This is an optimization exercise on Yosys and OpenROAD, whose aim is small area, a short achievable clock period and few clock cycles per item, not a production implementation.
Where RTL was checked, it was by simulation tests only, not by an equivalence proof against the original.
Power is estimated from default activity; no workload was simulated.

## winnow_dec
module winnow_dec (
    input  wire        clk,
    input  wire        rst,
    input  wire        in_valid,
    output wire        in_ready,
    input  wire [7:0]  in_data,
    input  wire [6:0]  in_n,
    output wire        out_valid,
    input  wire        out_ready,
    output wire [31:0] out_data,
    output wire        out_last
);
==> flow/config.mk <==
export PLATFORM = sky130hd
export DESIGN_NAME = winnow_dec
export DESIGN_NICKNAME = winnow_dec
export VERILOG_FILES = /design/flow/design.v
export SDC_FILE = /design/flow/constraint.sdc
export NUM_CORES = 4
export LEC_CHECK = 0
export CAP_MARGIN = 20
export CORE_MARGIN = 2
export CORE_UTILIZATION = 40
export CTS_CLUSTER_DIAMETER = 80
export CTS_CLUSTER_SIZE = 24
export SLEW_MARGIN = 20
export TNS_END_PERCENT = 5
==> flow/constraint.sdc <==
create_clock -name core_clock -period 10.0 [get_ports {clk}]
set_input_delay 2.0000 -clock core_clock [delete_from_list [all_inputs] [get_ports {clk}]]
set_output_delay 2.0000 -clock core_clock [all_outputs]
set_load 0.01 [all_outputs]
standard.sh (not shown) runs the stock make flow with config.mk's settings and CLKGATE_MAP_FILE= SYNTH_SCRIPT=/design/flow/synth_recipe.tcl, a recipe that flattens the netlist after the stock synthesis.
==> flow/flow/run.sh <==
#!/bin/bash
set -euo pipefail
sed "s/CLKGATE_MAP_FILE= /CLKGATE_MAP_FILE= SETUP_SLACK_MARGIN=6.3 'BUFFER_PORTS_ARGS=-buffer_cell sky130_fd_sc_hd__buf_2' /" standard.sh > standard_margin.sh
bash standard_margin.sh > make_flow.log 2>&1
The first run completed with no timing, DRC or antenna violations.
Edit:
--- a/flow/design.v
+++ b/flow/design.v
@@ -13,21 +13,20 @@
     localparam S_HDR  = 2'd0;      
     localparam S_FLAG = 2'd1;      
     localparam S_RAW  = 2'd2;      
     localparam S_BITS = 2'd3;      
     localparam D_CODE = 1'b0;      
     localparam D_ESC  = 1'b1;      
     reg [1:0]  st;
     reg        ds;
     reg [6:0]  n;
     reg [4:0]  kk;
-    reg [2:0]  lgk;                
     reg        fc;
     reg [1:0]  mode;
     reg [6:0]  cnt;                
     reg [1:0]  wc;                 
     reg        warm;               
     reg [5:0]  ar;                 
     reg [1:0]  bi;                 
     reg        irdy;               
     reg [511:0] ring;              
     reg [5:0]  s;                  
@@ -145,44 +144,36 @@
             ds_n   = ds;
             qacc_n = qacc;
         end
         if (!in_bits)
             wait_bits = 1'b0;
     end
     wire [5:0]  c = (csel == 2'd2) ? 6'd8 : (csel == 2'd1) ? 6'd4 : c_code;
     wire last_code = (cnt == 7'd0);
     wire end_bits  = emit && last_code;
     wire [39:0] W_ins  = W | (merge ? ({32'd0, ib} << bcnt) : 40'd0);
-    wire [5:0]  bpos   = (ds == D_ESC) ? bcnt - 6'd27 : warm ? bcnt - 6'd24 : bk[5:0];
+    wire [5:0]  bpos   = bcnt - ar;
     wire [39:0] W_a    = (W >> ar) | (merge ? ({32'd0, ib} << bpos) : 40'd0);
     wire [39:0] W_sh   = (csel == 2'd2) ? (W_ins >> 8) :
                          (csel == 2'd1) ? (W_ins >> 4) : (W_a >> tsel);
     wire        direct = fetch && !ibv && wait_bits;
     wire [39:0] W_dir  = {32'd0, in_data} << bcnt;
     wire [39:0] W_next = go ? W_sh : (direct ? (W_ins | W_dir) : W_ins);
     wire [5:0]  bcnt_m = bcnt + (merge ? 6'd8 : 6'd0);
-    wire [5:0]  xm     = bpos + (merge ? 6'd8 : 6'd0);      
-    wire [5:0]  xm_t   = xm - {4'd0, tsel};
-    reg         le_x;                                     
-    always @(*) begin
-        case (tsel)
-            2'd0:    le_x = !xm[5] || (xm == 6'd32);
-            2'd1:    le_x = !xm[5] || (xm <= 6'd33);
-            2'd2:    le_x = !xm[5] || (xm <= 6'd34);
-            default: le_x = !xm[5] || (xm <= 6'd35);
-        endcase
-    end
-    wire [5:0]  bcnt_g = (csel == 2'd2) ? bcnt_m - 6'd8 : (csel == 2'd1) ? bcnt_m - 6'd4 : xm_t;
-    wire        le32_g = (csel == 2'd2) ? 1'b1 : (csel == 2'd1) ? (bcnt_m <= 6'd36) : le_x;
-    wire [5:0]  bcnt_n = go ? bcnt_g : (direct ? bcnt + 6'd8 : bcnt_m);
-    wire        le32_n = go ? le32_g : (direct ? (bcnt <= 6'd24) : (bcnt_m <= 6'd32));
+    wire [5:0]  bcnt_n = go ? (bcnt_m - c) : (direct ? bcnt + 6'd8 : bcnt_m);
+    wire        le32_n = direct ? (bcnt <= 6'd24) :
+                         ((bcnt_m <= 6'd32) || (go && c >= bcnt_m - 6'd32));
     wire [6:0]  cnt1    = (cnt == 7'd0) ? 7'd0 : cnt - 7'd1;
+    wire [2:0]  lgk     = (kk >= 5'd15) ? 3'd4 :        
+                          (kk >= 5'd7)  ? 3'd3 :
+                          (kk >= 5'd3)  ? 3'd2 :
+                          (kk >= 5'd1)  ? 3'd1 : 3'd0;
     wire [10:0] rest_sh = {4'd0, cnt1} << lgk;
     wire [5:0]  rest_lb = (rest_sh[10:6] != 5'd0) ? 6'd63 : rest_sh[5:0];
     wire [6:0]  held    = {1'b0, bcnt} + (ibv ? 7'd8 : 7'd0);
     wire        lb_a0   = held < lbr;
     wire        lb_a1   = (held + 7'd8) < lbr;
     wire        more_n  = wait_bits && !ibv && !fetch;
     wire        ibv_n  = in_bits && ((fetch && !direct) || (ibv && !merge));
     wire        rdyb_n = in_bits ? (more_n || (fetch ? lb_a1 : lb_a0)) : 1'b1;
     wire        le32_x = in_bits ? le32_n : 1'b1;
     wire        uv_n   = emit || (uv && !s2go);
@@ -267,21 +258,20 @@
             u[8*bi +: 8] <= in_data;
         end
     end
     always @(posedge clk) begin
         if (rst) begin
             st    <= S_HDR;
             irdy  <= 1'b1;
             ds    <= D_CODE;
             n     <= 7'd1;
             kk    <= 5'd0;
-            lgk   <= 3'd0;
             fc    <= 1'b0;
             mode  <= 2'd0;
             cnt   <= 7'd0;
             wc    <= 2'd0;
             warm  <= 1'b0;
             ar    <= 6'd1;
             bi    <= 2'd0;
             s     <= 6'd0;
             flag_c <= 8'd0;
             c2    <= 2'd0;
@@ -314,24 +304,20 @@
             warm <= (wc_n != 2'd0);
             ar   <= ar_n;
             qacc <= qacc_n;
             case (st)
                 S_HDR: begin
                     s <= 6'd0;
                     if (in_fire) begin
                         n    <= in_n;
                         cnt  <= in_n - 7'd1;
                         kk   <= in_data[7:3];
-                        lgk  <= (in_data[7:3] >= 5'd15) ? 3'd4 :
-                                (in_data[7:3] >= 5'd7)  ? 3'd3 :
-                                (in_data[7:3] >= 5'd3)  ? 3'd2 :
-                                (in_data[7:3] >= 5'd1)  ? 3'd1 : 3'd0;
                         fc   <= in_data[2];
                         mode <= in_data[1:0];
                         ds   <= D_CODE;
                         qacc <= 5'd0;
                     end
                 end
                 S_FLAG: begin
                     c2  <= 2'd0;
                     fok <= 1'b0;
                     if (in_fire) begin
Effect: The changed run ran to the end with no violations. Flip-flop and latch count falls by 3. Routed wire length came out lower by 2.8%. Core utilization came out higher by 0.70 points. Power rose by 31%. Combinational power came out higher by 140%. Hold slack is about the same. Worst setup slack loses 0.091 ns.
Testbench counts after the change, summed over its fixed seeds: cycles 35,752, blocks 320.
The RTL of the first run of this note was laid out without a check of its function.

## re-timing with driven ports
Ports are ideal in the flow. The routed layouts listed here were re-timed in OpenROAD. Step 1, drivers: a clkbuf_16 drives clk and a buf_2 each remaining input, both assumed. Step 2 times the ports against the registers' clock, not the clock port: input delays grow and output delays shrink by t, the midpoint of the rising clock arrivals with the driver on. Three values: ideal, step 1, step 2; two values: the first two.
run	t (ns)	setup WS [ns]	hold WS [ns]	worst register clock-pin slew, ns	cell pins on the clock port's net
the first run	0.674	6.253 / 6.265 / 5.591	0.311 / 0.311 / 0.311	0.10 / 0.10	1
the second run	0.671	6.162 / 6.162 / 5.532	0.312 / 0.312 / 0.312	0.10 / 0.10	1
After both steps every run listed still meets setup and hold. The setup slack of the first run, which loses most, moves by +0.012 ns with the drivers and by -0.662 ns with both steps.
